From an optimization exercise on the open Yosys and OpenROAD flow, aimed at small area, a short achievable clock period and few clock cycles per item; shortcuts taken in it are not production practice. No run shown here included a check of the RTL's function; only the layout flow was run.

--- flow/design.v ---
module dx_ecc (
    input  wire        clk,
    input  wire        rst,
    input  wire        in_valid,
    output wire        in_ready,
    input  wire        in_op,
    input  wire [63:0] in_data,
    input  wire [15:0] in_check,
    output reg         out_valid,
    output reg  [63:0] out_data,
    output reg  [15:0] out_check,
    output reg  [2:0]  out_status
);
    assign in_ready = 1'b1;
    function automatic [6:0] gf_mul(input [6:0] a, input [6:0] b);
        reg [6:0] aa, r;
        integer i;
        begin
            aa = a;
            r  = 7'd0;
            for (i = 0; i < 7; i = i + 1) begin
                if (b[i]) r = r ^ aa;
                aa = aa[6] ? ({aa[5:0], 1'b0} ^ 7'h09) : {aa[5:0], 1'b0};
            end
            gf_mul = r;
        end
    endfunction
    function automatic [6:0] gf_inv3(input [6:0] x);
        case (x)
            7'd0: gf_inv3 = 7'h0;
            7'd1: gf_inv3 = 7'h1;
            7'd2: gf_inv3 = 7'h11;
            7'd3: gf_inv3 = 7'h18;
            7'd4: gf_inv3 = 7'h13;
            7'd5: gf_inv3 = 7'h52;
            7'd6: gf_inv3 = 7'h3;
            7'd7: gf_inv3 = 7'h7a;
            7'd8: gf_inv3 = 7'h31;
            7'd9: gf_inv3 = 7'h38;
            7'd10: gf_inv3 = 7'h28;
            7'd11: gf_inv3 = 7'h21;
            7'd12: gf_inv3 = 7'h33;
            7'd13: gf_inv3 = 7'h4;
            7'd14: gf_inv3 = 7'h2d;
            7'd15: gf_inv3 = 7'h47;
            7'd16: gf_inv3 = 7'h17;
            7'd17: gf_inv3 = 7'h24;
            7'd18: gf_inv3 = 7'h7;
            7'd19: gf_inv3 = 7'h58;
            7'd20: gf_inv3 = 7'h5;
            7'd21: gf_inv3 = 7'h2c;
            7'd22: gf_inv3 = 7'h15;
            7'd23: gf_inv3 = 7'h60;
            7'd24: gf_inv3 = 7'h35;
            7'd25: gf_inv3 = 7'h1e;
            7'd26: gf_inv3 = 7'h44;
            7'd27: gf_inv3 = 7'h64;
            7'd28: gf_inv3 = 7'h50;
            7'd29: gf_inv3 = 7'h2e;
            7'd30: gf_inv3 = 7'h7f;
            7'd31: gf_inv3 = 7'h67;
            7'd32: gf_inv3 = 7'h75;
            7'd33: gf_inv3 = 7'h12;
            7'd34: gf_inv3 = 7'h40;
            7'd35: gf_inv3 = 7'h73;
            7'd36: gf_inv3 = 7'h77;
            7'd37: gf_inv3 = 7'h26;
            7'd38: gf_inv3 = 7'hb;
            7'd39: gf_inv3 = 7'h2f;
            7'd40: gf_inv3 = 7'h55;
            7'd41: gf_inv3 = 7'h7c;
            7'd42: gf_inv3 = 7'h41;
            7'd43: gf_inv3 = 7'h2;
            7'd44: gf_inv3 = 7'h57;
            7'd45: gf_inv3 = 7'h3a;
            7'd46: gf_inv3 = 7'hc;
            7'd47: gf_inv3 = 7'h6e;
            7'd48: gf_inv3 = 7'h53;
            7'd49: gf_inv3 = 7'h5d;
            7'd50: gf_inv3 = 7'h65;
            7'd51: gf_inv3 = 7'h56;
            7'd52: gf_inv3 = 7'h4c;
            7'd53: gf_inv3 = 7'h3e;
            7'd54: gf_inv3 = 7'h48;
            7'd55: gf_inv3 = 7'h42;
            7'd56: gf_inv3 = 7'ha;
            7'd57: gf_inv3 = 7'h5a;
            7'd58: gf_inv3 = 7'h63;
            7'd59: gf_inv3 = 7'h4f;
            7'd60: gf_inv3 = 7'h78;
            7'd61: gf_inv3 = 7'h51;
            7'd62: gf_inv3 = 7'h7b;
            7'd63: gf_inv3 = 7'h1f;
            7'd64: gf_inv3 = 7'h5b;
            7'd65: gf_inv3 = 7'h1a;
            7'd66: gf_inv3 = 7'h20;
            7'd67: gf_inv3 = 7'h1c;
            7'd68: gf_inv3 = 7'h8;
            7'd69: gf_inv3 = 7'h49;
            7'd70: gf_inv3 = 7'h3d;
            7'd71: gf_inv3 = 7'h6f;
            7'd72: gf_inv3 = 7'h79;
            7'd73: gf_inv3 = 7'h16;
            7'd74: gf_inv3 = 7'h62;
            7'd75: gf_inv3 = 7'he;
            7'd76: gf_inv3 = 7'h32;
            7'd77: gf_inv3 = 7'h6d;
            7'd78: gf_inv3 = 7'h72;
            7'd79: gf_inv3 = 7'h36;
            7'd80: gf_inv3 = 7'h5f;
            7'd81: gf_inv3 = 7'h10;
            7'd82: gf_inv3 = 7'h4b;
            7'd83: gf_inv3 = 7'h46;
            7'd84: gf_inv3 = 7'h19;
            7'd85: gf_inv3 = 7'h27;
            7'd86: gf_inv3 = 7'h22;
            7'd87: gf_inv3 = 7'h6a;
            7'd88: gf_inv3 = 7'h7d;
            7'd89: gf_inv3 = 7'h5c;
            7'd90: gf_inv3 = 7'h25;
            7'd91: gf_inv3 = 7'h71;
            7'd92: gf_inv3 = 7'h45;
            7'd93: gf_inv3 = 7'h1d;
            7'd94: gf_inv3 = 7'h6b;
            7'd95: gf_inv3 = 7'h34;
            7'd96: gf_inv3 = 7'h39;
            7'd97: gf_inv3 = 7'h70;
            7'd98: gf_inv3 = 7'h5e;
            7'd99: gf_inv3 = 7'h2b;
            7'd100: gf_inv3 = 7'h59;
            7'd101: gf_inv3 = 7'h69;
            7'd102: gf_inv3 = 7'h6c;
            7'd103: gf_inv3 = 7'h4e;
            7'd104: gf_inv3 = 7'h4d;
            7'd105: gf_inv3 = 7'h37;
            7'd106: gf_inv3 = 7'h61;
            7'd107: gf_inv3 = 7'h3b;
            7'd108: gf_inv3 = 7'h9;
            7'd109: gf_inv3 = 7'h14;
            7'd110: gf_inv3 = 7'h2a;
            7'd111: gf_inv3 = 7'h66;
            7'd112: gf_inv3 = 7'h23;
            7'd113: gf_inv3 = 7'h43;
            7'd114: gf_inv3 = 7'h29;
            7'd115: gf_inv3 = 7'h6;
            7'd116: gf_inv3 = 7'h3f;
            7'd117: gf_inv3 = 7'h4a;
            7'd118: gf_inv3 = 7'h7e;
            7'd119: gf_inv3 = 7'h54;
            7'd120: gf_inv3 = 7'hf;
            7'd121: gf_inv3 = 7'h76;
            7'd122: gf_inv3 = 7'h1b;
            7'd123: gf_inv3 = 7'h68;
            7'd124: gf_inv3 = 7'h3c;
            7'd125: gf_inv3 = 7'h30;
            7'd126: gf_inv3 = 7'h74;
            7'd127: gf_inv3 = 7'hd;
            default: gf_inv3 = 7'h0;
        endcase
    endfunction
    function automatic [6:0] gf_cube(input [6:0] x);
        case (x)
            7'd0: gf_cube = 7'h0;
            7'd1: gf_cube = 7'h1;
            7'd2: gf_cube = 7'h8;
            7'd3: gf_cube = 7'hf;
            7'd4: gf_cube = 7'h40;
            7'd5: gf_cube = 7'h55;
            7'd6: gf_cube = 7'h78;
            7'd7: gf_cube = 7'h6b;
            7'd8: gf_cube = 7'h24;
            7'd9: gf_cube = 7'h6d;
            7'd10: gf_cube = 7'h5;
            7'd11: gf_cube = 7'h4a;
            7'd12: gf_cube = 7'h7f;
            7'd13: gf_cube = 7'h22;
            7'd14: gf_cube = 7'h6e;
            7'd15: gf_cube = 7'h35;
            7'd16: gf_cube = 7'h32;
            7'd17: gf_cube = 7'h31;
            7'd18: gf_cube = 7'h5e;
            7'd19: gf_cube = 7'h5b;
            7'd20: gf_cube = 7'h28;
            7'd21: gf_cube = 7'h3f;
            7'd22: gf_cube = 7'h74;
            7'd23: gf_cube = 7'h65;
            7'd24: gf_cube = 7'h47;
            7'd25: gf_cube = 7'hc;
            7'd26: gf_cube = 7'h2;
            7'd27: gf_cube = 7'h4f;
            7'd28: gf_cube = 7'h46;
            7'd29: gf_cube = 7'h19;
            7'd30: gf_cube = 7'h33;
            7'd31: gf_cube = 7'h6a;
            7'd32: gf_cube = 7'hb;
            7'd33: gf_cube = 7'h62;
            7'd34: gf_cube = 7'h13;
            7'd35: gf_cube = 7'h7c;
            7'd36: gf_cube = 7'h5d;
            7'd37: gf_cube = 7'h20;
            7'd38: gf_cube = 7'h75;
            7'd39: gf_cube = 7'he;
            7'd40: gf_cube = 7'h52;
            7'd41: gf_cube = 7'h73;
            7'd42: gf_cube = 7'h63;
            7'd43: gf_cube = 7'h44;
            7'd44: gf_cube = 7'h1f;
            7'd45: gf_cube = 7'h2a;
            7'd46: gf_cube = 7'h1e;
            7'd47: gf_cube = 7'h2d;
            7'd48: gf_cube = 7'h1c;
            7'd49: gf_cube = 7'h77;
            7'd50: gf_cube = 7'h60;
            7'd51: gf_cube = 7'hd;
            7'd52: gf_cube = 7'h10;
            7'd53: gf_cube = 7'h6f;
            7'd54: gf_cube = 7'h5c;
            7'd55: gf_cube = 7'h25;
            7'd56: gf_cube = 7'h14;
            7'd57: gf_cube = 7'h37;
            7'd58: gf_cube = 7'h41;
            7'd59: gf_cube = 7'h64;
            7'd60: gf_cube = 7'h3;
            7'd61: gf_cube = 7'h34;
            7'd62: gf_cube = 7'h66;
            7'd63: gf_cube = 7'h57;
            7'd64: gf_cube = 7'h58;
            7'd65: gf_cube = 7'h2b;
            7'd66: gf_cube = 7'h26;
            7'd67: gf_cube = 7'h53;
            7'd68: gf_cube = 7'h11;
            7'd69: gf_cube = 7'h76;
            7'd70: gf_cube = 7'h5f;
            7'd71: gf_cube = 7'h3e;
            7'd72: gf_cube = 7'h45;
            7'd73: gf_cube = 7'h7e;
            7'd74: gf_cube = 7'h12;
            7'd75: gf_cube = 7'h2f;
            7'd76: gf_cube = 7'h17;
            7'd77: gf_cube = 7'h38;
            7'd78: gf_cube = 7'h70;
            7'd79: gf_cube = 7'h59;
            7'd80: gf_cube = 7'h3d;
            7'd81: gf_cube = 7'h4c;
            7'd82: gf_cube = 7'h27;
            7'd83: gf_cube = 7'h50;
            7'd84: gf_cube = 7'h2e;
            7'd85: gf_cube = 7'h4b;
            7'd86: gf_cube = 7'h4;
            7'd87: gf_cube = 7'h67;
            7'd88: gf_cube = 7'h71;
            7'd89: gf_cube = 7'h48;
            7'd90: gf_cube = 7'h42;
            7'd91: gf_cube = 7'h7d;
            7'd92: gf_cube = 7'h79;
            7'd93: gf_cube = 7'h54;
            7'd94: gf_cube = 7'h7a;
            7'd95: gf_cube = 7'h51;
            7'd96: gf_cube = 7'h69;
            7'd97: gf_cube = 7'h72;
            7'd98: gf_cube = 7'h7;
            7'd99: gf_cube = 7'h1a;
            7'd100: gf_cube = 7'h36;
            7'd101: gf_cube = 7'h39;
            7'd102: gf_cube = 7'h68;
            7'd103: gf_cube = 7'h61;
            7'd104: gf_cube = 7'h9;
            7'd105: gf_cube = 7'h5a;
            7'd106: gf_cube = 7'h4e;
            7'd107: gf_cube = 7'h1b;
            7'd108: gf_cube = 7'h4d;
            7'd109: gf_cube = 7'ha;
            7'd110: gf_cube = 7'h3a;
            7'd111: gf_cube = 7'h7b;
            7'd112: gf_cube = 7'h29;
            7'd113: gf_cube = 7'h30;
            7'd114: gf_cube = 7'h23;
            7'd115: gf_cube = 7'h3c;
            7'd116: gf_cube = 7'h2c;
            7'd117: gf_cube = 7'h21;
            7'd118: gf_cube = 7'h16;
            7'd119: gf_cube = 7'h1d;
            7'd120: gf_cube = 7'h18;
            7'd121: gf_cube = 7'h49;
            7'd122: gf_cube = 7'h3b;
            7'd123: gf_cube = 7'h6c;
            7'd124: gf_cube = 7'h6;
            7'd125: gf_cube = 7'h43;
            7'd126: gf_cube = 7'h15;
            7'd127: gf_cube = 7'h56;
            default: gf_cube = 7'h0;
        endcase
    endfunction
    function automatic [0:0] in_set(input [6:0] x);
        case (x)
            7'd0: in_set = 1'h0;
            7'd1: in_set = 1'h1;
            7'd2: in_set = 1'h1;
            7'd3: in_set = 1'h1;
            7'd4: in_set = 1'h1;
            7'd5: in_set = 1'h1;
            7'd6: in_set = 1'h1;
            7'd7: in_set = 1'h0;
            7'd8: in_set = 1'h1;
            7'd9: in_set = 1'h1;
            7'd10: in_set = 1'h1;
            7'd11: in_set = 1'h1;
            7'd12: in_set = 1'h1;
            7'd13: in_set = 1'h0;
            7'd14: in_set = 1'h0;
            7'd15: in_set = 1'h0;
            7'd16: in_set = 1'h1;
            7'd17: in_set = 1'h0;
            7'd18: in_set = 1'h1;
            7'd19: in_set = 1'h0;
            7'd20: in_set = 1'h1;
            7'd21: in_set = 1'h0;
            7'd22: in_set = 1'h1;
            7'd23: in_set = 1'h0;
            7'd24: in_set = 1'h1;
            7'd25: in_set = 1'h1;
            7'd26: in_set = 1'h0;
            7'd27: in_set = 1'h1;
            7'd28: in_set = 1'h0;
            7'd29: in_set = 1'h1;
            7'd30: in_set = 1'h0;
            7'd31: in_set = 1'h1;
            7'd32: in_set = 1'h1;
            7'd33: in_set = 1'h0;
            7'd34: in_set = 1'h0;
            7'd35: in_set = 1'h1;
            7'd36: in_set = 1'h1;
            7'd37: in_set = 1'h1;
            7'd38: in_set = 1'h0;
            7'd39: in_set = 1'h1;
            7'd40: in_set = 1'h1;
            7'd41: in_set = 1'h1;
            7'd42: in_set = 1'h0;
            7'd43: in_set = 1'h1;
            7'd44: in_set = 1'h1;
            7'd45: in_set = 1'h1;
            7'd46: in_set = 1'h0;
            7'd47: in_set = 1'h1;
            7'd48: in_set = 1'h1;
            7'd49: in_set = 1'h0;
            7'd50: in_set = 1'h1;
            7'd51: in_set = 1'h1;
            7'd52: in_set = 1'h0;
            7'd53: in_set = 1'h1;
            7'd54: in_set = 1'h1;
            7'd55: in_set = 1'h1;
            7'd56: in_set = 1'h0;
            7'd57: in_set = 1'h1;
            7'd58: in_set = 1'h1;
            7'd59: in_set = 1'h0;
            7'd60: in_set = 1'h0;
            7'd61: in_set = 1'h1;
            7'd62: in_set = 1'h1;
            7'd63: in_set = 1'h0;
            7'd64: in_set = 1'h1;
            7'd65: in_set = 1'h1;
            7'd66: in_set = 1'h0;
            7'd67: in_set = 1'h0;
            7'd68: in_set = 1'h0;
            7'd69: in_set = 1'h1;
            7'd70: in_set = 1'h1;
            7'd71: in_set = 1'h0;
            7'd72: in_set = 1'h1;
            7'd73: in_set = 1'h1;
            7'd74: in_set = 1'h1;
            7'd75: in_set = 1'h1;
            7'd76: in_set = 1'h0;
            7'd77: in_set = 1'h0;
            7'd78: in_set = 1'h0;
            7'd79: in_set = 1'h0;
            7'd80: in_set = 1'h1;
            7'd81: in_set = 1'h1;
            7'd82: in_set = 1'h1;
            7'd83: in_set = 1'h1;
            7'd84: in_set = 1'h0;
            7'd85: in_set = 1'h1;
            7'd86: in_set = 1'h1;
            7'd87: in_set = 1'h1;
            7'd88: in_set = 1'h1;
            7'd89: in_set = 1'h0;
            7'd90: in_set = 1'h1;
            7'd91: in_set = 1'h0;
            7'd92: in_set = 1'h0;
            7'd93: in_set = 1'h1;
            7'd94: in_set = 1'h1;
            7'd95: in_set = 1'h1;
            7'd96: in_set = 1'h1;
            7'd97: in_set = 1'h1;
            7'd98: in_set = 1'h0;
            7'd99: in_set = 1'h0;
            7'd100: in_set = 1'h1;
            7'd101: in_set = 1'h0;
            7'd102: in_set = 1'h1;
            7'd103: in_set = 1'h0;
            7'd104: in_set = 1'h0;
            7'd105: in_set = 1'h0;
            7'd106: in_set = 1'h1;
            7'd107: in_set = 1'h1;
            7'd108: in_set = 1'h1;
            7'd109: in_set = 1'h1;
            7'd110: in_set = 1'h1;
            7'd111: in_set = 1'h1;
            7'd112: in_set = 1'h0;
            7'd113: in_set = 1'h1;
            7'd114: in_set = 1'h1;
            7'd115: in_set = 1'h1;
            7'd116: in_set = 1'h1;
            7'd117: in_set = 1'h0;
            7'd118: in_set = 1'h0;
            7'd119: in_set = 1'h0;
            7'd120: in_set = 1'h0;
            7'd121: in_set = 1'h0;
            7'd122: in_set = 1'h1;
            7'd123: in_set = 1'h0;
            7'd124: in_set = 1'h1;
            7'd125: in_set = 1'h1;
            7'd126: in_set = 1'h0;
            7'd127: in_set = 1'h0;
            default: in_set = 1'h0;
        endcase
    endfunction
    reg  [0:0] v1;
    reg  [0:0] op1;
    reg  [63:0] d1;
    reg  [6:0] s11;
    reg  [6:0] s31;
    reg  [0:0] p11;
    reg  [0:0] s151;
    reg  [14:0] cb1;
    wire [0:0] v2;
    wire [0:0] op2;
    wire [63:0] d2;
    wire [6:0] s12;
    wire [6:0] i32;
    wire [6:0] s32;
    wire [0:0] szero2;
    wire [0:0] pz2;
    wire [0:0] p12;
    wire [0:0] s152;
    wire [14:0] cb2;
    wire [0:0] v3;
    wire [0:0] op3;
    wire [63:0] d3;
    wire [6:0] s13;
    wire [6:0] z03;
    wire [0:0] t03;
    wire [0:0] ez3;
    wire [0:0] szero3;
    wire [0:0] pz3;
    wire [0:0] p13;
    wire [0:0] s153;
    wire [14:0] cb3;
    reg  [0:0] v4;
    reg  [0:0] op4;
    reg  [63:0] d4;
    reg  [6:0] x14;
    reg  [6:0] x24;
    reg  [0:0] corr4;
    reg  [0:0] keep4;
    reg  [0:0] e784;
    reg  [2:0] st4;
    reg  [14:0] cb4;
    reg  [0:0] v5;
    reg  [63:0] od5;
    reg  [14:0] oc5;
    reg  [2:0] st5;
    wire v0 = in_valid, op0 = in_op; wire [63:0] d0 = in_data; wire [15:0] c0 = in_check;
    wire [6:0] a0, b0, sc10, sc30, sa0, sb0; wire [13:0] rem0; wire q0, pd0;
    wire xd_0 = d0[10] ^ d0[61];
    wire xd_1 = d0[11] ^ d0[62];
    wire xd_2 = d0[3] ^ d0[19];
    wire xd_3 = d0[6] ^ d0[58];
    wire xd_4 = d0[9] ^ d0[43];
    wire xd_5 = d0[37] ^ d0[38];
    wire xd_6 = d0[44] ^ xd_0;
    wire xd_7 = d0[5] ^ d0[53];
    wire xd_8 = d0[13] ^ d0[42];
    wire xd_9 = d0[16] ^ d0[23];
    wire xd_10 = d0[24] ^ d0[36];
    wire xd_11 = d0[45] ^ d0[59];
    wire xd_12 = d0[46] ^ d0[60];
    wire xd_13 = d0[1] ^ d0[12];
    wire xd_14 = d0[2] ^ d0[25];
    wire xd_15 = d0[4] ^ d0[52];
    wire xd_16 = d0[7] ^ d0[41];
    wire xd_17 = d0[14] ^ d0[17];
    wire xd_18 = d0[26] ^ d0[47];
    wire xd_19 = d0[20] ^ xd_1;
    wire xd_20 = d0[35] ^ xd_9;
    wire xd_21 = d0[54] ^ xd_3;
    wire xd_22 = d0[57] ^ xd_4;
    wire xd_23 = d0[15] ^ d0[18];
    wire xd_24 = d0[34] ^ d0[39];
    wire xd_25 = d0[55] ^ d0[63];
    wire xd_26 = d0[8] ^ xd_8;
    wire xd_27 = d0[32] ^ xd_2;
    wire xd_28 = d0[33] ^ xd_5;
    wire xd_29 = xd_10 ^ xd_17;
    wire xd_30 = d0[31] ^ xd_6;
    wire xd_31 = d0[0] ^ d0[22];
    wire xd_32 = d0[21] ^ d0[27];
    wire xd_33 = d0[28] ^ xd_12;
    wire xd_34 = d0[29] ^ xd_14;
    wire xd_35 = d0[40] ^ xd_7;
    wire xd_36 = d0[48] ^ xd_11;
    wire xd_37 = d0[51] ^ xd_13;
    wire xd_38 = xd_16 ^ xd_25;
    wire xd_39 = d0[30] ^ xd_22;
    wire xd_40 = d0[56] ^ xd_21;
    wire xd_41 = xd_20 ^ xd_26;
    wire xd_42 = d0[50] ^ xd_23;
    wire xd_43 = xd_15 ^ xd_31;
    wire xd_44 = xd_18 ^ xd_24;
    wire xd_45 = d0[49] ^ xd_19;
    wire xd_46 = xd_28 ^ xd_37;
    wire xd_47 = xd_29 ^ xd_33;
    wire xd_48 = xd_30 ^ xd_40;
    wire xd_49 = xd_35 ^ xd_39;
    wire xd_50 = d0[58] ^ xd_27;
    wire xd_51 = xd_6 ^ xd_42;
    wire xd_52 = xd_27 ^ xd_36;
    wire xd_53 = xd_32 ^ xd_34;
    wire xd_54 = d0[27] ^ xd_41;
    wire xd_55 = xd_38 ^ xd_49;
    wire xd_56 = d0[4] ^ d0[28];
    wire xd_57 = d0[9] ^ d0[23];
    wire xd_58 = d0[11] ^ d0[25];
    wire xd_59 = d0[12] ^ d0[15];
    wire xd_60 = d0[21] ^ d0[51];
    wire xd_61 = d0[26] ^ d0[59];
    wire xd_62 = d0[33] ^ d0[61];
    wire xd_63 = d0[40] ^ d0[60];
    wire xd_64 = d0[41] ^ d0[42];
    wire xd_65 = d0[48] ^ d0[63];
    wire xd_66 = d0[0] ^ xd_2;
    wire xd_67 = d0[14] ^ xd_24;
    wire xd_68 = d0[34] ^ xd_12;
    wire xd_69 = d0[39] ^ xd_7;
    wire xd_70 = d0[45] ^ xd_32;
    wire xd_71 = d0[56] ^ xd_56;
    wire xd_72 = d0[57] ^ xd_15;
    wire xd_73 = xd_1 ^ xd_5;
    wire xd_74 = xd_4 ^ xd_64;
    wire xd_75 = xd_11 ^ xd_63;
    wire xd_76 = d0[24] ^ xd_19;
    wire xd_77 = d0[36] ^ xd_43;
    wire xd_78 = xd_10 ^ xd_69;
    wire xd_79 = xd_18 ^ xd_29;
    wire xd_80 = xd_22 ^ xd_65;
    wire xd_81 = d0[5] ^ xd_53;
    wire xd_82 = xd_0 ^ xd_46;
    wire xd_83 = xd_30 ^ xd_50;
    wire xd_84 = xd_43 ^ xd_45;
    wire xd_85 = xd_44 ^ xd_47;
    wire xd_86 = xd_45 ^ xd_80;
    wire xd_87 = xd_51 ^ xd_68;
    wire xd_88 = d0[47] ^ xd_48;
    wire xd_89 = xd_36 ^ xd_54;
    wire xd_90 = xd_52 ^ xd_84;
    wire xd_91 = d0[0] ^ d0[1];
    wire xd_92 = d0[32] ^ d0[37];
    wire xd_93 = d0[61] ^ xd_1;
    wire xd_94 = xd_91 ^ xd_92;
    wire xd_95 = xd_93 ^ xd_94;
    wire xd_96 = xd_47 ^ xd_95;
    wire xd_97 = xd_96 ^ xd_55;
    wire xd_98 = xd_89 ^ xd_97;
    wire xd_99 = d0[8] ^ d0[49];
    wire xd_100 = d0[62] ^ d0[63];
    wire xd_101 = xd_13 ^ xd_23;
    wire xd_102 = xd_99 ^ xd_100;
    wire xd_103 = xd_28 ^ xd_34;
    wire xd_104 = xd_74 ^ xd_101;
    wire xd_105 = xd_102 ^ xd_47;
    wire xd_106 = xd_103 ^ xd_104;
    wire xd_107 = xd_105 ^ xd_106;
    wire xd_108 = xd_88 ^ xd_107;
    wire xd_109 = d0[7] ^ d0[16];
    wire xd_110 = xd_8 ^ xd_25;
    wire xd_111 = xd_109 ^ xd_34;
    wire xd_112 = xd_44 ^ xd_73;
    wire xd_113 = xd_110 ^ xd_39;
    wire xd_114 = xd_51 ^ xd_52;
    wire xd_115 = xd_111 ^ xd_112;
    wire xd_116 = xd_113 ^ xd_114;
    wire xd_117 = xd_115 ^ xd_116;
    wire xd_118 = d0[20] ^ d0[49];
    wire xd_119 = d0[55] ^ d0[57];
    wire xd_120 = xd_8 ^ xd_16;
    wire xd_121 = xd_57 ^ xd_61;
    wire xd_122 = xd_118 ^ xd_119;
    wire xd_123 = xd_71 ^ xd_120;
    wire xd_124 = xd_121 ^ xd_122;
    wire xd_125 = xd_46 ^ xd_78;
    wire xd_126 = xd_123 ^ xd_124;
    wire xd_127 = xd_83 ^ xd_125;
    wire xd_128 = xd_126 ^ xd_127;
    wire xd_129 = d0[10] ^ d0[32];
    wire xd_130 = d0[43] ^ d0[50];
    wire xd_131 = xd_129 ^ xd_130;
    wire xd_132 = xd_26 ^ xd_28;
    wire xd_133 = xd_67 ^ xd_72;
    wire xd_134 = xd_75 ^ xd_131;
    wire xd_135 = xd_40 ^ xd_76;
    wire xd_136 = xd_132 ^ xd_133;
    wire xd_137 = xd_134 ^ xd_81;
    wire xd_138 = xd_135 ^ xd_136;
    wire xd_139 = xd_137 ^ xd_138;
    wire xd_140 = d0[3] ^ d0[22];
    wire xd_141 = d0[35] ^ d0[38];
    wire xd_142 = d0[44] ^ xd_3;
    wire xd_143 = xd_58 ^ xd_59;
    wire xd_144 = xd_60 ^ xd_61;
    wire xd_145 = xd_62 ^ xd_140;
    wire xd_146 = xd_141 ^ xd_33;
    wire xd_147 = xd_67 ^ xd_142;
    wire xd_148 = xd_143 ^ xd_144;
    wire xd_149 = xd_145 ^ xd_146;
    wire xd_150 = xd_147 ^ xd_148;
    wire xd_151 = xd_149 ^ xd_150;
    wire xd_152 = xd_55 ^ xd_151;
    wire xd_153 = d0[29] ^ d0[62];
    wire xd_154 = xd_16 ^ xd_59;
    wire xd_155 = xd_153 ^ xd_44;
    wire xd_156 = xd_75 ^ xd_154;
    wire xd_157 = xd_77 ^ xd_155;
    wire xd_158 = xd_156 ^ xd_48;
    wire xd_159 = xd_54 ^ xd_157;
    wire xd_160 = xd_158 ^ xd_159;
    wire xd_161 = xd_7 ^ xd_62;
    wire xd_162 = xd_21 ^ xd_74;
    wire xd_163 = xd_161 ^ xd_79;
    wire xd_164 = xd_162 ^ xd_163;
    wire xd_165 = xd_90 ^ xd_164;
    wire xd_166 = d0[17] ^ xd_5;
    wire xd_167 = xd_11 ^ xd_19;
    wire xd_168 = xd_20 ^ xd_37;
    wire xd_169 = xd_38 ^ xd_66;
    wire xd_170 = xd_166 ^ xd_78;
    wire xd_171 = xd_167 ^ xd_168;
    wire xd_172 = xd_169 ^ xd_170;
    wire xd_173 = xd_171 ^ xd_88;
    wire xd_174 = xd_172 ^ xd_173;
    wire xd_175 = d0[12] ^ d0[13];
    wire xd_176 = d0[38] ^ d0[52];
    wire xd_177 = d0[54] ^ xd_2;
    wire xd_178 = xd_9 ^ xd_175;
    wire xd_179 = xd_176 ^ xd_177;
    wire xd_180 = xd_178 ^ xd_179;
    wire xd_181 = xd_81 ^ xd_85;
    wire xd_182 = xd_86 ^ xd_180;
    wire xd_183 = xd_181 ^ xd_182;
    wire xd_184 = d0[37] ^ d0[52];
    wire xd_185 = xd_13 ^ xd_31;
    wire xd_186 = xd_57 ^ xd_58;
    wire xd_187 = xd_184 ^ xd_38;
    wire xd_188 = xd_70 ^ xd_185;
    wire xd_189 = xd_186 ^ xd_50;
    wire xd_190 = xd_79 ^ xd_187;
    wire xd_191 = xd_188 ^ xd_87;
    wire xd_192 = xd_189 ^ xd_190;
    wire xd_193 = xd_191 ^ xd_192;
    wire xd_194 = d0[18] ^ d0[41];
    wire xd_195 = d0[47] ^ d0[48];
    wire xd_196 = xd_12 ^ xd_14;
    wire xd_197 = xd_60 ^ xd_194;
    wire xd_198 = xd_195 ^ xd_35;
    wire xd_199 = xd_72 ^ xd_196;
    wire xd_200 = xd_197 ^ xd_41;
    wire xd_201 = xd_198 ^ xd_199;
    wire xd_202 = xd_83 ^ xd_200;
    wire xd_203 = xd_201 ^ xd_202;
    wire xd_204 = d0[2] ^ d0[19];
    wire xd_205 = d0[55] ^ xd_204;
    wire xd_206 = xd_20 ^ xd_21;
    wire xd_207 = xd_73 ^ xd_205;
    wire xd_208 = xd_77 ^ xd_206;
    wire xd_209 = xd_207 ^ xd_49;
    wire xd_210 = xd_87 ^ xd_208;
    wire xd_211 = xd_209 ^ xd_210;
    wire xd_212 = d0[19] ^ d0[22];
    wire xd_213 = d0[46] ^ d0[53];
    wire xd_214 = xd_14 ^ xd_18;
    wire xd_215 = xd_23 ^ xd_212;
    wire xd_216 = xd_213 ^ xd_71;
    wire xd_217 = xd_214 ^ xd_215;
    wire xd_218 = xd_76 ^ xd_216;
    wire xd_219 = xd_217 ^ xd_82;
    wire xd_220 = xd_218 ^ xd_89;
    wire xd_221 = xd_219 ^ xd_220;
    wire xd_222 = d0[2] ^ d0[7];
    wire xd_223 = d0[29] ^ xd_3;
    wire xd_224 = xd_15 ^ xd_17;
    wire xd_225 = xd_222 ^ xd_66;
    wire xd_226 = xd_70 ^ xd_223;
    wire xd_227 = xd_224 ^ xd_225;
    wire xd_228 = xd_226 ^ xd_82;
    wire xd_229 = xd_86 ^ xd_227;
    wire xd_230 = xd_228 ^ xd_229;
    wire xd_231 = xd_42 ^ xd_41;
    wire xd_232 = xd_46 ^ xd_53;
    wire xd_233 = xd_48 ^ xd_85;
    wire xd_234 = xd_231 ^ xd_232;
    wire xd_235 = xd_55 ^ xd_90;
    wire xd_236 = xd_233 ^ xd_234;
    wire xd_237 = xd_235 ^ xd_236;
    assign a0[0] = xd_98;
    assign a0[1] = xd_108;
    assign a0[2] = xd_117;
    assign a0[3] = xd_128;
    assign a0[4] = xd_139;
    assign a0[5] = xd_152;
    assign a0[6] = xd_160;
    assign b0[0] = xd_165;
    assign b0[1] = xd_174;
    assign b0[2] = xd_183;
    assign b0[3] = xd_193;
    assign b0[4] = xd_203;
    assign b0[5] = xd_211;
    assign b0[6] = xd_221;
    assign q0 = xd_230;
    assign pd0 = xd_237;
    wire xc_0 = c0[7] ^ c0[9];
    wire xc_1 = c0[4] ^ c0[8];
    wire xc_2 = c0[9] ^ c0[13];
    wire xc_3 = c0[8] ^ xc_0;
    wire xc_4 = c0[3] ^ c0[7];
    wire xc_5 = c0[6] ^ c0[10];
    wire xc_6 = c0[10] ^ c0[11];
    wire xc_7 = c0[0] ^ c0[7];
    wire xc_8 = c0[11] ^ xc_7;
    wire xc_9 = c0[1] ^ c0[8];
    wire xc_10 = c0[12] ^ xc_9;
    wire xc_11 = c0[2] ^ xc_2;
    wire xc_12 = xc_4 ^ xc_6;
    wire xc_13 = c0[11] ^ c0[12];
    wire xc_14 = xc_1 ^ xc_13;
    wire xc_15 = c0[5] ^ c0[12];
    wire xc_16 = xc_2 ^ xc_15;
    wire xc_17 = c0[13] ^ xc_5;
    wire xc_18 = c0[0] ^ c0[5];
    wire xc_19 = c0[10] ^ xc_0;
    wire xc_20 = xc_18 ^ xc_19;
    wire xc_21 = c0[5] ^ c0[13];
    wire xc_22 = xc_1 ^ xc_21;
    wire xc_23 = c0[3] ^ c0[13];
    wire xc_24 = xc_6 ^ xc_23;
    wire xc_25 = xc_3 ^ xc_24;
    wire xc_26 = c0[1] ^ c0[5];
    wire xc_27 = c0[6] ^ c0[11];
    wire xc_28 = xc_26 ^ xc_27;
    wire xc_29 = xc_3 ^ xc_28;
    wire xc_30 = c0[6] ^ xc_1;
    wire xc_31 = xc_2 ^ xc_30;
    wire xc_32 = c0[4] ^ c0[12];
    wire xc_33 = c0[13] ^ xc_4;
    wire xc_34 = xc_32 ^ xc_33;
    wire xc_35 = c0[2] ^ c0[12];
    wire xc_36 = xc_5 ^ xc_35;
    wire xc_37 = xc_3 ^ xc_36;
    assign sc10[0] = xc_8;
    assign sc10[1] = xc_10;
    assign sc10[2] = xc_11;
    assign sc10[3] = xc_12;
    assign sc10[4] = xc_14;
    assign sc10[5] = xc_16;
    assign sc10[6] = xc_17;
    assign sc30[0] = xc_20;
    assign sc30[1] = xc_22;
    assign sc30[2] = xc_25;
    assign sc30[3] = xc_29;
    assign sc30[4] = xc_31;
    assign sc30[5] = xc_34;
    assign sc30[6] = xc_37;
    wire [13:0] ab0 = {b0, a0};
    wire xr_0 = ab0[0] ^ ab0[7];
    wire xr_1 = ab0[1] ^ ab0[10];
    wire xr_2 = ab0[2] ^ ab0[13];
    wire xr_3 = ab0[3] ^ ab0[5];
    wire xr_4 = xr_1 ^ xr_2;
    wire xr_5 = ab0[4] ^ ab0[6];
    wire xr_6 = ab0[8] ^ ab0[12];
    wire xr_7 = ab0[9] ^ xr_0;
    wire xr_8 = ab0[11] ^ xr_5;
    wire xr_9 = xr_3 ^ xr_4;
    wire xr_10 = ab0[6] ^ xr_1;
    wire xr_11 = ab0[9] ^ xr_6;
    wire xr_12 = ab0[12] ^ xr_0;
    wire xr_13 = ab0[3] ^ xr_4;
    wire xr_14 = xr_0 ^ xr_8;
    wire xr_15 = xr_6 ^ xr_9;
    wire xr_16 = ab0[7] ^ ab0[12];
    wire xr_17 = xr_2 ^ xr_3;
    wire xr_18 = xr_5 ^ xr_16;
    wire xr_19 = xr_17 ^ xr_18;
    wire xr_20 = ab0[10] ^ xr_2;
    wire xr_21 = xr_11 ^ xr_20;
    wire xr_22 = ab0[2] ^ ab0[5];
    wire xr_23 = xr_22 ^ xr_14;
    wire xr_24 = xr_3 ^ xr_10;
    wire xr_25 = xr_3 ^ xr_12;
    wire xr_26 = ab0[5] ^ ab0[11];
    wire xr_27 = ab0[12] ^ xr_26;
    wire xr_28 = xr_7 ^ xr_27;
    wire xr_29 = xr_10 ^ xr_11;
    wire xr_30 = xr_3 ^ xr_7;
    wire xr_31 = xr_8 ^ xr_30;
    wire xr_32 = xr_7 ^ xr_13;
    wire xr_33 = ab0[4] ^ xr_12;
    wire xr_34 = xr_13 ^ xr_33;
    wire xr_35 = ab0[4] ^ ab0[8];
    wire xr_36 = xr_35 ^ xr_7;
    wire xr_37 = xr_9 ^ xr_36;
    wire xr_38 = xr_14 ^ xr_15;
    wire xr_39 = ab0[9] ^ xr_8;
    wire xr_40 = xr_9 ^ xr_39;
    assign rem0[0] = xr_19;
    assign rem0[1] = xr_21;
    assign rem0[2] = xr_23;
    assign rem0[3] = xr_24;
    assign rem0[4] = xr_25;
    assign rem0[5] = xr_15;
    assign rem0[6] = xr_28;
    assign rem0[7] = xr_29;
    assign rem0[8] = xr_31;
    assign rem0[9] = xr_32;
    assign rem0[10] = xr_34;
    assign rem0[11] = xr_37;
    assign rem0[12] = xr_38;
    assign rem0[13] = xr_40;
    assign sa0 = a0 ^ sc10;
    assign sb0 = b0 ^ sc30;
    wire p0 = pd0 ^ ^c0[14:0];
    always @(posedge clk) begin
        if (rst) v1 <= 1'b0; else v1 <= v0;
        op1 <= op0;
        d1 <= d0;
        s11 <= sa0;
        s31 <= sb0;
        p11 <= p0;
        s151 <= c0[15];
        cb1 <= op0 ? c0[14:0] : {q0, rem0};
    end
    wire [6:0] ts1 = s11 ^ 7'h40, ts3 = s31 ^ 7'h4a;
    wire tz = (ts1 == 7'd0) && (ts3 == 7'd0);
    wire pz1 = (tz && ({s151, p11} != 2'b01)) || (({s151, p11} == 2'b11) && in_set(ts1) && (gf_cube(ts1) == ts3));
    assign v2 = v1;
    assign op2 = op1;
    assign d2 = d1;
    assign s12 = s11;
    assign i32 = gf_inv3(s11);
    assign s32 = s31;
    assign szero2 = (s11 == 7'd0) && (s31 == 7'd0);
    assign pz2 = pz1;
    assign p12 = p11;
    assign s152 = s151;
    assign cb2 = cb1;
    wire [6:0] pp2 = gf_mul(s32, i32);
    wire [6:0] z2;
    assign z2[0] = ^(pp2 & 7'h0);
    assign z2[1] = ^(pp2 & 7'h5c);
    assign z2[2] = ^(pp2 & 7'h58);
    assign z2[3] = ^(pp2 & 7'h60);
    assign z2[4] = ^(pp2 & 7'h16);
    assign z2[5] = ^(pp2 & 7'h68);
    assign z2[6] = ^(pp2 & 7'h48);
    assign v3 = v2;
    assign op3 = op2;
    assign d3 = d2;
    assign s13 = s12;
    assign z03 = z2;
    assign t03 = ^(pp2 & 7'h1);
    assign ez3 = pp2 == 7'd1;
    assign szero3 = szero2;
    assign pz3 = pz2;
    assign p13 = p12;
    assign s153 = s152;
    assign cb3 = cb2;
    wire [6:0] x13 = gf_mul(s13, z03);
    wire [6:0] x23 = x13 ^ s13;
    wire s1z3 = (s13 == 7'd0);
    wire ok1 = !s1z3 && ez3 && in_set(x23);
    wire ok2 = !s1z3 && !ez3 && t03 && in_set(x13) && in_set(x23);
    wire one3 = (ok1 && p13 && !s153) || (szero3 && (p13 ^ s153));
    wire two3 = (ok2 && !p13 && !s153) || (ok1 && (p13 == s153)) || (szero3 && p13 && s153);
    wire clean3 = szero3 && !p13 && !s153;
    wire [2:0] st3 = !op3 || clean3 ? 3'd0 : one3 ? 3'd1 : two3 ? 3'd2 : pz3 ? 3'd3 : 3'd4;
    always @(posedge clk) begin
        if (rst) v4 <= 1'b0; else v4 <= v3;
        op4 <= op3;
        d4 <= d3;
        x14 <= x13;
        x24 <= x23;
        corr4 <= op3 && (one3 || two3);
        keep4 <= !op3 || clean3 || one3 || two3;
        e784 <= p13 ^ (ez3 && !szero3);
        st4 <= st3;
        cb4 <= cb3;
    end
    reg [77:0] hit4;
    integer j;
    always @* begin
        hit4[0] = (x14 == 7'h1) || (x24 == 7'h1);
        hit4[1] = (x14 == 7'h2) || (x24 == 7'h2);
        hit4[2] = (x14 == 7'h4) || (x24 == 7'h4);
        hit4[3] = (x14 == 7'h8) || (x24 == 7'h8);
        hit4[4] = (x14 == 7'h10) || (x24 == 7'h10);
        hit4[5] = (x14 == 7'h20) || (x24 == 7'h20);
        hit4[6] = (x14 == 7'h40) || (x24 == 7'h40);
        hit4[7] = (x14 == 7'h9) || (x24 == 7'h9);
        hit4[8] = (x14 == 7'h12) || (x24 == 7'h12);
        hit4[9] = (x14 == 7'h24) || (x24 == 7'h24);
        hit4[10] = (x14 == 7'h48) || (x24 == 7'h48);
        hit4[11] = (x14 == 7'h19) || (x24 == 7'h19);
        hit4[12] = (x14 == 7'h32) || (x24 == 7'h32);
        hit4[13] = (x14 == 7'h64) || (x24 == 7'h64);
        hit4[14] = (x14 == 7'h41) || (x24 == 7'h41);
        hit4[15] = (x14 == 7'hb) || (x24 == 7'hb);
        hit4[16] = (x14 == 7'h16) || (x24 == 7'h16);
        hit4[17] = (x14 == 7'h2c) || (x24 == 7'h2c);
        hit4[18] = (x14 == 7'h58) || (x24 == 7'h58);
        hit4[19] = (x14 == 7'h39) || (x24 == 7'h39);
        hit4[20] = (x14 == 7'h72) || (x24 == 7'h72);
        hit4[21] = (x14 == 7'h6d) || (x24 == 7'h6d);
        hit4[22] = (x14 == 7'h53) || (x24 == 7'h53);
        hit4[23] = (x14 == 7'h2f) || (x24 == 7'h2f);
        hit4[24] = (x14 == 7'h5e) || (x24 == 7'h5e);
        hit4[25] = (x14 == 7'h35) || (x24 == 7'h35);
        hit4[26] = (x14 == 7'h6a) || (x24 == 7'h6a);
        hit4[27] = (x14 == 7'h5d) || (x24 == 7'h5d);
        hit4[28] = (x14 == 7'h33) || (x24 == 7'h33);
        hit4[29] = (x14 == 7'h66) || (x24 == 7'h66);
        hit4[30] = (x14 == 7'h45) || (x24 == 7'h45);
        hit4[31] = (x14 == 7'h3) || (x24 == 7'h3);
        hit4[32] = (x14 == 7'h6) || (x24 == 7'h6);
        hit4[33] = (x14 == 7'hc) || (x24 == 7'hc);
        hit4[34] = (x14 == 7'h18) || (x24 == 7'h18);
        hit4[35] = (x14 == 7'h30) || (x24 == 7'h30);
        hit4[36] = (x14 == 7'h60) || (x24 == 7'h60);
        hit4[37] = (x14 == 7'h49) || (x24 == 7'h49);
        hit4[38] = (x14 == 7'h1b) || (x24 == 7'h1b);
        hit4[39] = (x14 == 7'h36) || (x24 == 7'h36);
        hit4[40] = (x14 == 7'h6c) || (x24 == 7'h6c);
        hit4[41] = (x14 == 7'h51) || (x24 == 7'h51);
        hit4[42] = (x14 == 7'h2b) || (x24 == 7'h2b);
        hit4[43] = (x14 == 7'h56) || (x24 == 7'h56);
        hit4[44] = (x14 == 7'h25) || (x24 == 7'h25);
        hit4[45] = (x14 == 7'h4a) || (x24 == 7'h4a);
        hit4[46] = (x14 == 7'h1d) || (x24 == 7'h1d);
        hit4[47] = (x14 == 7'h3a) || (x24 == 7'h3a);
        hit4[48] = (x14 == 7'h74) || (x24 == 7'h74);
        hit4[49] = (x14 == 7'h61) || (x24 == 7'h61);
        hit4[50] = (x14 == 7'h4b) || (x24 == 7'h4b);
        hit4[51] = (x14 == 7'h1f) || (x24 == 7'h1f);
        hit4[52] = (x14 == 7'h3e) || (x24 == 7'h3e);
        hit4[53] = (x14 == 7'h7c) || (x24 == 7'h7c);
        hit4[54] = (x14 == 7'h71) || (x24 == 7'h71);
        hit4[55] = (x14 == 7'h6b) || (x24 == 7'h6b);
        hit4[56] = (x14 == 7'h5f) || (x24 == 7'h5f);
        hit4[57] = (x14 == 7'h37) || (x24 == 7'h37);
        hit4[58] = (x14 == 7'h6e) || (x24 == 7'h6e);
        hit4[59] = (x14 == 7'h55) || (x24 == 7'h55);
        hit4[60] = (x14 == 7'h23) || (x24 == 7'h23);
        hit4[61] = (x14 == 7'h46) || (x24 == 7'h46);
        hit4[62] = (x14 == 7'h5) || (x24 == 7'h5);
        hit4[63] = (x14 == 7'ha) || (x24 == 7'ha);
        hit4[64] = (x14 == 7'h14) || (x24 == 7'h14);
        hit4[65] = (x14 == 7'h28) || (x24 == 7'h28);
        hit4[66] = (x14 == 7'h50) || (x24 == 7'h50);
        hit4[67] = (x14 == 7'h29) || (x24 == 7'h29);
        hit4[68] = (x14 == 7'h52) || (x24 == 7'h52);
        hit4[69] = (x14 == 7'h2d) || (x24 == 7'h2d);
        hit4[70] = (x14 == 7'h5a) || (x24 == 7'h5a);
        hit4[71] = (x14 == 7'h3d) || (x24 == 7'h3d);
        hit4[72] = (x14 == 7'h7a) || (x24 == 7'h7a);
        hit4[73] = (x14 == 7'h7d) || (x24 == 7'h7d);
        hit4[74] = (x14 == 7'h73) || (x24 == 7'h73);
        hit4[75] = (x14 == 7'h6f) || (x24 == 7'h6f);
        hit4[76] = (x14 == 7'h57) || (x24 == 7'h57);
        hit4[77] = (x14 == 7'h27) || (x24 == 7'h27);
    end
    wire [63:0] od4 = {64{keep4}} & (d4 ^ ({64{corr4}} & hit4[77:14]));
    wire [14:0] oc4 = {15{keep4}} & (cb4 ^ ({15{corr4}} & {e784, hit4[13:0]}));
    always @(posedge clk) begin
        if (rst) v5 <= 1'b0; else v5 <= v4;
        od5 <= od4;
        oc5 <= oc4;
        st5 <= st4;
    end
    always @* begin
        out_valid  = v5;
        out_data   = od5;
        out_check  = {1'b0, oc5};
        out_status = st5;
    end
endmodule
--- flow/run.sh ---
#!/bin/bash
# synth_recipe.tcl (not shown) runs the flow's synth.tcl, then flattens the netlist and writes it again
# the make line also repeats each setting of config.mk as NAME=value (left out here)
make -C /OpenROAD-flow-scripts/flow DESIGN_CONFIG=/design/flow/config.mk WORK_HOME=/design/flow/orfs CLKGATE_MAP_FILE= SYNTH_SCRIPT=/design/flow/synth_recipe.tcl finish
--- flow/config.mk ---
export PLATFORM = sky130hd
export DESIGN_NAME = dx_ecc
export DESIGN_NICKNAME = dx_ecc
export VERILOG_FILES = /design/flow/design.v
export SDC_FILE = /design/flow/constraint.sdc
export NUM_CORES = 4
export LEC_CHECK = 0
export ABC_AREA = 1
export CAP_MARGIN = 20
export CORE_MARGIN = 2
export CORE_UTILIZATION = 40
export SLEW_MARGIN = 20
--- flow/constraint.sdc ---
create_clock -name core_clock -period 14.0 [get_ports {clk}]
set_input_delay 2.8000 -clock core_clock [delete_from_list [all_inputs] [get_ports {clk}]]
set_output_delay 2.8000 -clock core_clock [all_outputs]
set_load 0.01 [all_outputs]
==> qor.log, run 1 <==
qor: clocking.worstSkewPairLatency 0.59 ns
qor: synthesis.syn_nets 2409
qor: synthesis.yosysTopAreaCell sky130_fd_sc_hd__dfxtp_1
qor: clocking.cts_buffer_depth 3
qor: worst_hold_path.hold_path_class flip-flop to flip-flop
qor: sta.final_setup_violation_count 0
qor: grt.maximum_number_of_pins_on_one_net_before_global_route_repair 88
qor: grt.grt_first_pass_wirelength 91110 µm
qor: setup_path.critical_path.reg2reg.startpoint s31[5]$_DFF_P_
qor: grt.total_gr_overflow 0
qor: setup_path.worst_setup_path_end_kind flip-flop
qor: setup_path.path_class primary input to flip-flop
qor: setup_path.cp-startpoint in_data[43]
qor: grt.gr-usage-all-layers 26.71%
qor: placement.dp_hpwl 47080 µm
qor: die.ios 169
qor: finish.finish.utilization 47.88%
qor: synthesis.post-synth-top-area-fraction 33.54%
qor: clocking.post_cts_resized 0
qor: clocking.clock_tree.root_cell sky130_fd_sc_hd__clkbuf_16
qor: sta.timing.final.hold_violations 0
qor: routing.route.detailed.drc 0
qor: routing.dr.first_iter.drc_count 1672
qor: grt.via_count_of_the_first_global_routing_pass 15140
qor: clocking.cts_made_buffers 31
qor: routing.antenna_left 0
qor: synthesis.ys_seq_area_share 33.54%
qor: placement.final_wtd_congestion 0.9742
qor: finish.nets 2526
qor: synthesis.synth_edf_count 0
qor: clocking.post_cts_hold_buffer_count 0
qor: synthesis.yosysWarningCount 1
qor: placement.port_buffers 166
qor: sta.maxSlewViolCount 0
qor: setup_path.startpoint_type primary input
qor: sta.max_clock_freq 141.2 MHz
qor: die.die_x_extent 211.0 µm
qor: flow_run.cap_violations 0
qor: finish.post_route_cells_drive_above_1_share 5.626%
qor: setup_path.timing.critical_path.fanout_max 11
qor: synthesis.synth_top_cells_by_count sky130_fd_sc_hd__nand2_1 (445), sky130_fd_sc_hd__dfxtp_1 (287), sky130_fd_sc_hd__xor2_1 (180)
qor: synthesis.dominantRegCellSynth sky130_fd_sc_hd__dfxtp_1
qor: sta.worst_pin_slew 0.9710 ns
qor: die.area_enclosed_by_the_die_boundary 0.04450 mm²
qor: routing.detail_route.first_pass.iterations 6
qor: finish.antenna_cells 0
qor: sta.worst_slew_margin_rel 35.18%
qor: setup_path.critical_path_required 14.46 ns
qor: routing.wirelength 60440 µm
qor: setup_path.setup.reg_to_reg.worst_slack 8.69 ns
qor: die.effective_utilization_at_floorplan 40.66%
qor: sta.final.period_utilization 50.57%
qor: synthesis.synth-async-reset-ratio 0%
qor: sta.rsz0062_at_grt no
qor: clocking.post-cts-setup-buffers 0
qor: sta.post_route_worst_setup_slack 6.920 ns
qor: finish.area_delta_synth_final 17.75%
qor: setup_path.rr_endpoint st4[1]$_SDFF_PP0_
qor: routing.viasPerCell 5.455
qor: setup_path.worst_r2r_path_depth 31
qor: clocking.clkSinkCount 287
qor: die.core_region_area 0.04213 mm²
qor: routing.wire_per_inst 20.32 µm
qor: sta.finalSetupTns 0 ns
qor: placement.place_ws 6.402 ns
qor: finish.stdcell_area 0.02017 mm²
qor: synthesis.ys_seq_elements 287
qor: synthesis.synthCells 2293
qor: synthesis.synth_cell_types 59
qor: die.die_h 211.0 µm
qor: outcome.status timing/DRC/antenna clean
qor: clocking.clk_pin_slew 0.06 ns
qor: synthesis.avgSynthCellArea 7.471 µm²
qor: clocking.clock_tree.htree_level_count 1
qor: sta.period_minus_slack 7.080 ns
qor: placement.dpl-instance-area 0.01916 mm²
qor: die.num_rows 75
qor: grt.number_of_antenna_violations_at_the_first_check_in_global_routing 3
qor: sta.worst_clock_skew 0.01231 ns
qor: synthesis.synth_area_leaders sky130_fd_sc_hd__dfxtp_1 (34%), sky130_fd_sc_hd__nand2_1 (9.8%), sky130_fd_sc_hd__xor2_1 (9.2%), sky130_fd_sc_hd__xnor2_1 (8.4%), sky130_fd_sc_hd__nand3_1 (4.6%)
qor: synthesis.most_used_standard_cell_by_instance_count_after_synthesis sky130_fd_sc_hd__nand2_1
qor: clocking.cts_tree done
qor: routing.detailed_route_via_count 16220
qor: setup_path.crit_path_dat 7.54 ns
qor: finish.filler_cell_count 4215
qor: synthesis.mappedNetlistArea 0.01713 mm²
stage by stage:
step	instances	hold slack, ns
2_1_floorplan	2293	0.3096
6_report	2974	0.3214
5_1_grt	2974	0.3282
3_3_place_gp	2916	0.3106
4_1_cts	2974	0.3246
3_5_place_dp	2916	0.3121
cells in the final DEF (no fill, tap or decap), drive strengths merged, types with 7 or more instances in the layout:
master | synthesis | final
nand2 | 463 | 463
dfxtp | 287 | 287
xor2 | 196 | 196
inv | 180 | 187
xnor2 | 173 | 173
clkdlybuf4s50 | 0 | 166
nand3 | 158 | 158
nor2 | 142 | 142
a21oi | 117 | 117
o21ai | 94 | 94
nor3 | 89 | 89
o22ai | 84 | 84
and3 | 74 | 74
clkbuf | 63 | 40
ha | 32 | 32
o211ai | 13 | 13
or2 | 13 | 13
o221ai | 12 | 12
nand3b | 11 | 11
buf | 30 | 11
clkinv | 2 | 10
a31oi | 8 | 8
o311ai | 7 | 7
sequential cells by signal, summed over array words and instances, names as in the netlist, 7 cells and up:
| register | cells |
|---|---|
| s31 | 7 |
| oc5 | 15 |
| cb4 | 15 |
| x24 | 7 |
| x14 | 7 |
| d1 | 64 |
| gf_inv3$func$/design/flow/design.v:856$5473.$result | 7 |
| od5 | 64 |
| cb1 | 15 |
| s11 | 7 |
| d4 | 64 |
worst min path at each step:
stage                     slack [ns]  cells after the start               to               from
final                           0.32                      0   st5[1]$_DFF_P_  st4[1]$_SDFF_PP0_
after global routing            0.33                      0   d4[21]$_DFF_P_     d1[21]$_DFF_P_
after CTS                       0.32                      0   d4[51]$_DFF_P_     d1[51]$_DFF_P_
after detailed placement        0.31                      0   d4[51]$_DFF_P_     d1[51]$_DFF_P_
after global placement          0.31                      0  cb4[14]$_DFF_P_    cb1[14]$_DFF_P_
after floorplan                 0.31                      0   cb4[0]$_DFF_P_     cb1[0]$_DFF_P_
metal layers:
layer / vias up / GRT usage [%] / part of all wire [%]
li1: 7830 / - / -
met4: 0 / 9.034 / 3.3
met5: - / 0 / 0
met2: 706 / 40.92 / 43
met3: 121 / 3.583 / 7.5
met1: 7565 / 38.54 / 46
kinds of logic (layout without fill, tap and decap cells):
family,count (synthesis),count (layout),synth area share (%)
DFF,287,287,33.54
AOI/OAI and AO/OA,368,368,12.75
adders and majority gates,32,32,2.337
xor gates and xnor gates,369,369,19.96
buffers and inverters,275,417,6.398
other,2,2,0.04384
and+or+nand+nor,960,960,24.97
area by class of cell:
class | count | area, µm² | share of cell area [%]
Inverter | 182 | 685.7 | 3.399
Sequential cell | 287 | 5749 | 28.50
Clock inverter | 18 | 175.2 | 0.8683
Clock buffer | 40 | 839.6 | 4.162
Tap cell | 539 | 674.4 | 3.343
Timing Repair Buffer | 177 | 1744 | 8.646
Multi-Input combinational cell | 1731 | 10300 | 51.08
critical path: stages:
cell                              delay (ns)
sky130_fd_sc_hd__clkdlybuf4s50_1        0.51
sky130_fd_sc_hd__xnor2_1                0.37
sky130_fd_sc_hd__xor2_1                 0.27
sky130_fd_sc_hd__xor2_1                 0.38
sky130_fd_sc_hd__or2_2                  0.18
sky130_fd_sc_hd__nand2_1                0.09
sky130_fd_sc_hd__xor2_2                 0.24
sky130_fd_sc_hd__xor2_1                 0.21
sky130_fd_sc_hd__inv_1                  0.06
sky130_fd_sc_hd__nand2_1                0.05
sky130_fd_sc_hd__nand2_1                0.13
sky130_fd_sc_hd__xor2_2                 0.46
sky130_fd_sc_hd__inv_1                  0.35
sky130_fd_sc_hd__ha_1                   0.38
sky130_fd_sc_hd__nor2_1                 0.38
sky130_fd_sc_hd__o21ai_0                0.16
sky130_fd_sc_hd__nand2_1                0.07
sky130_fd_sc_hd__o21ai_0                0.08
sky130_fd_sc_hd__a21oi_1                0.16
sky130_fd_sc_hd__o21ai_1                0.07
sky130_fd_sc_hd__nor2_1                 0.09
sky130_fd_sc_hd__a31oi_1                0.05
==> run 2, diff against run 1 <==
--- a/flow/design.v
+++ b/flow/design.v
@@ -443,28 +443,28 @@
     wire [0:0] p12;
     wire [0:0] s152;
     wire [14:0] cb2;
-    wire [0:0] v3;
-    wire [0:0] op3;
-    wire [63:0] d3;
-    wire [6:0] s13;
-    wire [6:0] z03;
-    wire [0:0] t03;
-    wire [0:0] ez3;
-    wire [0:0] szero3;
-    wire [0:0] pz3;
-    wire [0:0] p13;
-    wire [0:0] s153;
-    wire [14:0] cb3;
-    reg  [0:0] v4;
-    reg  [0:0] op4;
-    reg  [63:0] d4;
-    reg  [6:0] x14;
-    reg  [6:0] x24;
-    reg  [0:0] corr4;
-    reg  [0:0] keep4;
-    reg  [0:0] e784;
-    reg  [2:0] st4;
-    reg  [14:0] cb4;
+    reg  [0:0] v3;
+    reg  [0:0] op3;
+    reg  [63:0] d3;
+    reg  [6:0] s13;
+    reg  [6:0] z03;
+    reg  [0:0] t03;
+    reg  [0:0] ez3;
+    reg  [0:0] szero3;
+    reg  [0:0] pz3;
+    reg  [0:0] p13;
+    reg  [0:0] s153;
+    reg  [14:0] cb3;
+    wire [0:0] v4;
+    wire [0:0] op4;
+    wire [63:0] d4;
+    wire [6:0] x14;
+    wire [6:0] x24;
+    wire [0:0] corr4;
+    wire [0:0] keep4;
+    wire [0:0] e784;
+    wire [2:0] st4;
+    wire [14:0] cb4;
     reg  [0:0] v5;
     reg  [63:0] od5;
     reg  [14:0] oc5;
@@ -869,18 +869,20 @@
     assign z2[4] = ^(pp2 & 7'h16);
     assign z2[5] = ^(pp2 & 7'h68);
     assign z2[6] = ^(pp2 & 7'h48);
-    assign v3 = v2;
-    assign op3 = op2;
-    assign d3 = d2;
-    assign s13 = s12;
-    assign z03 = z2;
-    assign t03 = ^(pp2 & 7'h1);
-    assign ez3 = pp2 == 7'd1;
-    assign szero3 = szero2;
-    assign pz3 = pz2;
-    assign p13 = p12;
-    assign s153 = s152;
-    assign cb3 = cb2;
+    always @(posedge clk) begin
+        if (rst) v3 <= 1'b0; else v3 <= v2;
+        op3 <= op2;
+        d3 <= d2;
+        s13 <= s12;
+        z03 <= z2;
+        t03 <= ^(pp2 & 7'h1);
+        ez3 <= pp2 == 7'd1;
+        szero3 <= szero2;
+        pz3 <= pz2;
+        p13 <= p12;
+        s153 <= s152;
+        cb3 <= cb2;
+    end
     wire [6:0] x13 = gf_mul(s13, z03);
     wire [6:0] x23 = x13 ^ s13;
     wire s1z3 = (s13 == 7'd0);
@@ -890,18 +892,16 @@
     wire two3 = (ok2 && !p13 && !s153) || (ok1 && (p13 == s153)) || (szero3 && p13 && s153);
     wire clean3 = szero3 && !p13 && !s153;
     wire [2:0] st3 = !op3 || clean3 ? 3'd0 : one3 ? 3'd1 : two3 ? 3'd2 : pz3 ? 3'd3 : 3'd4;
-    always @(posedge clk) begin
-        if (rst) v4 <= 1'b0; else v4 <= v3;
-        op4 <= op3;
-        d4 <= d3;
-        x14 <= x13;
-        x24 <= x23;
-        corr4 <= op3 && (one3 || two3);
-        keep4 <= !op3 || clean3 || one3 || two3;
-        e784 <= p13 ^ (ez3 && !szero3);
-        st4 <= st3;
-        cb4 <= cb3;
-    end
+    assign v4 = v3;
+    assign op4 = op3;
+    assign d4 = d3;
+    assign x14 = x13;
+    assign x24 = x23;
+    assign corr4 = op3 && (one3 || two3);
+    assign keep4 = !op3 || clean3 || one3 || two3;
+    assign e784 = p13 ^ (ez3 && !szero3);
+    assign st4 = st3;
+    assign cb4 = cb3;
     reg [77:0] hit4;
     integer j;
     always @* begin
==> run 2 against run 1 <==
Against the previous run:
- still clean
- first-iteration DRC count shrank 1.7%
- sequential share of layout area shrank 2.3 points
- synthesized area grew 9.8%
==> qor.log, run 2 <==
qor: clocking.post_cts_hold_buffer_count 0
qor: synthesis.synth_edf_count 0
qor: synthesis.synth_top_cells_by_count sky130_fd_sc_hd__nand2_1 (829), sky130_fd_sc_hd__inv_1 (338), sky130_fd_sc_hd__nand3_1 (289)
qor: sta.timing.final.hold_violations 0
qor: grt.maximum_number_of_pins_on_one_net_before_global_route_repair 106
qor: synthesis.synth_compound_gate_area_share 6.950%
qor: setup_path.rr_endpoint od5[62]$_DFF_P_
qor: finish.area_delta_synth_final 16.58%
qor: synthesis.post_synth_mux_area_share 0%
qor: routing.dr.first_iter.drc_count 1644
qor: die.area_enclosed_by_the_die_boundary 0.04879 mm²
qor: setup_path.critical_path_required 14.44 ns
qor: finish.post_route_cells_drive_above_1_share 4.206%
qor: routing.route.detailed.drc 0
qor: synthesis.yosysTopAreaCell sky130_fd_sc_hd__dfxtp_1
qor: synthesis.xor_and_xnor_fraction_of_the_mapped_netlist_area 16.92%
qor: die.effective_utilization_at_floorplan 40.50%
qor: placement.dpl-instance-area 0.02075 mm²
qor: finish.nets 3040
qor: synthesis.synth_top_family_by_area simple AND/OR/NAND/NOR gates
qor: grt.gr-usage-all-layers 26.86%
qor: synthesis.post-synth-top-area-fraction 30.54%
qor: finish.filler_cell_count 4784
qor: clocking.cts_made_buffers 35
qor: synthesis.synth_cell_types 46
qor: placement.dp_hpwl 52590 µm
qor: routing.detailed_route_via_count 18560
qor: clocking.clk_pin_slew 0.06 ns
qor: clocking.clock_tree.htree_level_count 2
qor: synthesis.syn_nets 2937
qor: routing.detail_route.first_pass.iterations 6
qor: synthesis.synth_adder_area_share 2.195%
qor: synthesis.avgSynthCellArea 6.672 µm²
qor: flow_run.cap_violations 0
qor: setup_path.setup.reg_to_reg.worst_slack 8.72 ns
qor: clocking.clkSinkCount 287
qor: sta.finalSetupTns 0 ns
qor: die.num_rows 79
qor: setup_path.critical_path.reg2reg.startpoint s13[5]$_DFF_P_
qor: synthesis.yosysWarningCount 1
qor: synthesis.synthCells 2820
qor: sta.worst_pin_slew 1.029 ns
qor: clocking.cts_tree done
qor: grt.via_count_of_the_first_global_routing_pass 17480
qor: finish.layout_commonest_cell sky130_fd_sc_hd__nand2_1
qor: sta.maxSlewViolCount 0
qor: grt.grt_first_pass_wirelength 102800 µm
qor: clocking.worstSkewPairLatency 0.57 ns
qor: worst_hold_path.hold_path_class flip-flop to flip-flop
qor: routing.viasPerCell 5.219
qor: sta.worst_clock_skew 0.02486 ns
qor: placement.final_wtd_congestion 0.9835
qor: synthesis.synth-async-reset-ratio 0%
qor: setup_path.worst_setup_path_end_kind flip-flop
qor: die.die_x_extent 220.9 µm
qor: setup_path.path_common_cell sky130_fd_sc_hd__nand2_1
qor: placement.port_buffers 166
qor: grt.total_gr_overflow 0
qor: setup_path.startpoint_type primary input
qor: routing.antenna_left 0
qor: finish.layout.cells.most_common_list sky130_fd_sc_hd__nand2_1 (828), sky130_fd_sc_hd__inv_1 (338), sky130_fd_sc_hd__nand3_1 (289)
qor: synthesis.dominantRegCellSynth sky130_fd_sc_hd__dfxtp_1
qor: sta.worst_slew_margin_rel 31.37%
qor: setup_path.worst_r2r_path_depth 28
qor: finish.layout_top_registers d1 x64, d3 x64, od5 x64
qor: setup_path.cp-startpoint in_data[16]
qor: synthesis.ys_seq_area_share 30.54%
qor: sta.final.period_utilization 48.98%
qor: finish.stdcell_area 0.02193 mm²
qor: routing.wirelength 67120 µm
qor: synthesis.most_used_standard_cell_by_instance_count_after_synthesis sky130_fd_sc_hd__nand2_1
qor: sta.rsz0062_at_grt no
qor: clocking.cts_buffer_depth 3
qor: setup_path.crit_path_dat 7.30 ns
qor: setup_path.cpPeakStageDelay 0.53 ns
qor: synthesis.mappedNetlistArea 0.01881 mm²
qor: setup_path.path_cells clkdlybuf4s50_1, xnor2_1, xor2_1, inv_1, nand2_1, nand2_1, xor2_1, nand2_1, nand2_1, nand3_1, nand2_1, nand2_1, nand2_1, inv_2, ha_1, inv_1, nor2_1, inv_1, nand3_1, nand2_1, nand2_1, nand3_1, nand3_1, nand2_1
qor: synthesis.ys_seq_elements 287
qor: sta.final_setup_violation_count 0
qor: setup_path.path_class primary input to flip-flop
qor: synthesis.synth_area_leaders sky130_fd_sc_hd__dfxtp_1 (31%), sky130_fd_sc_hd__nand2_1 (17%), sky130_fd_sc_hd__xor2_1 (8.5%), sky130_fd_sc_hd__xnor2_1 (8.1%), sky130_fd_sc_hd__nand3_1 (7.7%)
qor: clocking.post_cts_resized 0
qor: sta.period_minus_slack 6.857 ns
qor: setup_path.timing.critical_path.fanout_max 12
qor: clocking.clock_tree.root_cell sky130_fd_sc_hd__clkbuf_16
qor: sta.max_clock_freq 145.8 MHz
qor: grt.number_of_antenna_violations_at_the_first_check_in_global_routing 4
qor: die.ios 169
qor: clocking.post-cts-setup-buffers 0
qor: setup_path.timing.critical_path.slowest_stage_cell sky130_fd_sc_hd__xor2_1
qor: die.die_h 220.9 µm
qor: outcome.status timing/DRC/antenna clean
qor: synthesis.synthSimpleGateAreaFrac 33.12%
qor: die.core_region_area 0.04646 mm²
qor: routing.wire_per_inst 18.88 µm
## run 2: area by class of cell
cell class | instances | area, µm² | share of cell area (%)
multi-input cells | 2064 | 11160 | 50.87
repair buffers | 177 | 1744 | 7.952
inverters | 358 | 1344 | 6.127
clock buffers | 49 | 988.4 | 4.507
well taps | 607 | 759.5 | 3.463
flip-flops and latches | 287 | 5749 | 26.21
diodes | 1 | 2.502 | 0.01141
clock inverters | 13 | 188.9 | 0.8614
## run 2: logic make-up after synthesis
family	Yosys count
flops	287
other cells	2
buf+inv	469
simple gates	1454
xor+xnor	360
compound gates	215
fa+ha+maj	33
## run 2: metrics by stage
stage	hold slack, ns	util (%)	setup WS (ns)	cells
after CTS	0.3247	47.21	7.278	3555
after floorplan	0.3096	-	8.261	2820
after global routing	0.3299	47.21	6.819	3555
after global placement	0.3096	44.67	6.771	3493
final	0.3221	47.21	7.143	3556
after detailed placement	0.3121	44.67	6.734	3493
## run 2: worst min-delay path by stage
stage	startpoint	end	slack [ns]	cells after the start
floorplan	cb1[0]$_DFF_P_	cb3[0]$_DFF_P_	0.31	0
detailed placement	cb1[13]$_DFF_P_	cb3[13]$_DFF_P_	0.31	0
global placement	d1[13]$_DFF_P_	d3[13]$_DFF_P_	0.31	0
global route	d1[58]$_DFF_P_	d3[58]$_DFF_P_	0.33	0
finish	d1[14]$_DFF_P_	d3[14]$_DFF_P_	0.32	0
CTS	cb1[0]$_DFF_P_	cb3[0]$_DFF_P_	0.32	0
## run 2: worst max-delay path: cells and delay by family
family                     cells  cell delay, ns
and+or+nand+nor               15            1.75
xor gates and xnor gates       3            1.32
adders and majority gates      1            0.39
buffers and inverters          5            1.01
## run 2: routing by layer
metal | part of all wire, % | up-vias | track usage [%] | routed length [µm]
met3 | 6.5 | 130 | 4.050 | 4394
li1 | - | 9142 | - | -
met1 | 44 | 8550 | 35.27 | 29390
met2 | 46 | 732 | 44.19 | 30810
met5 | 0.042 | - | 0 | 28
met4 | 3.7 | 4 | 10.72 | 2496

[separate check: timing with driven ports]
In the flow no input, the clock included, has a driving cell. The finished layouts below were timed again as built, in two steps.
Step 1 assumes that a clkbuf_16 drives the clock port and a buf_2 every other input.
Step 2 adds t to the input delays and takes it off the output delays; t is the mean of the earliest and latest rising clock arrival at the registers after step 1. Input paths then give back, and output paths get back, about the clock's delay inside the block.
Three values: ideal, step 1, step 2; two values: the first two.
run | t, ns | setup slack, ns | hold slack, ns | worst register clock-pin slew, ns | worst slew at a driven data input, ns
run 1 | 0.637 | 6.920 / 6.950 / 6.313 | 0.321 / 0.321 / 0.321 | 0.07 / 0.07 | 0.05
run 2 | 0.615 | 7.143 / 7.174 / 6.559 | 0.322 / 0.322 / 0.322 | 0.07 / 0.07 | 0.09
After both steps setup and hold are still met in every run listed. The setup slack of run 1, which loses most, moves by +0.030 ns with the drivers and by -0.607 ns with both steps.
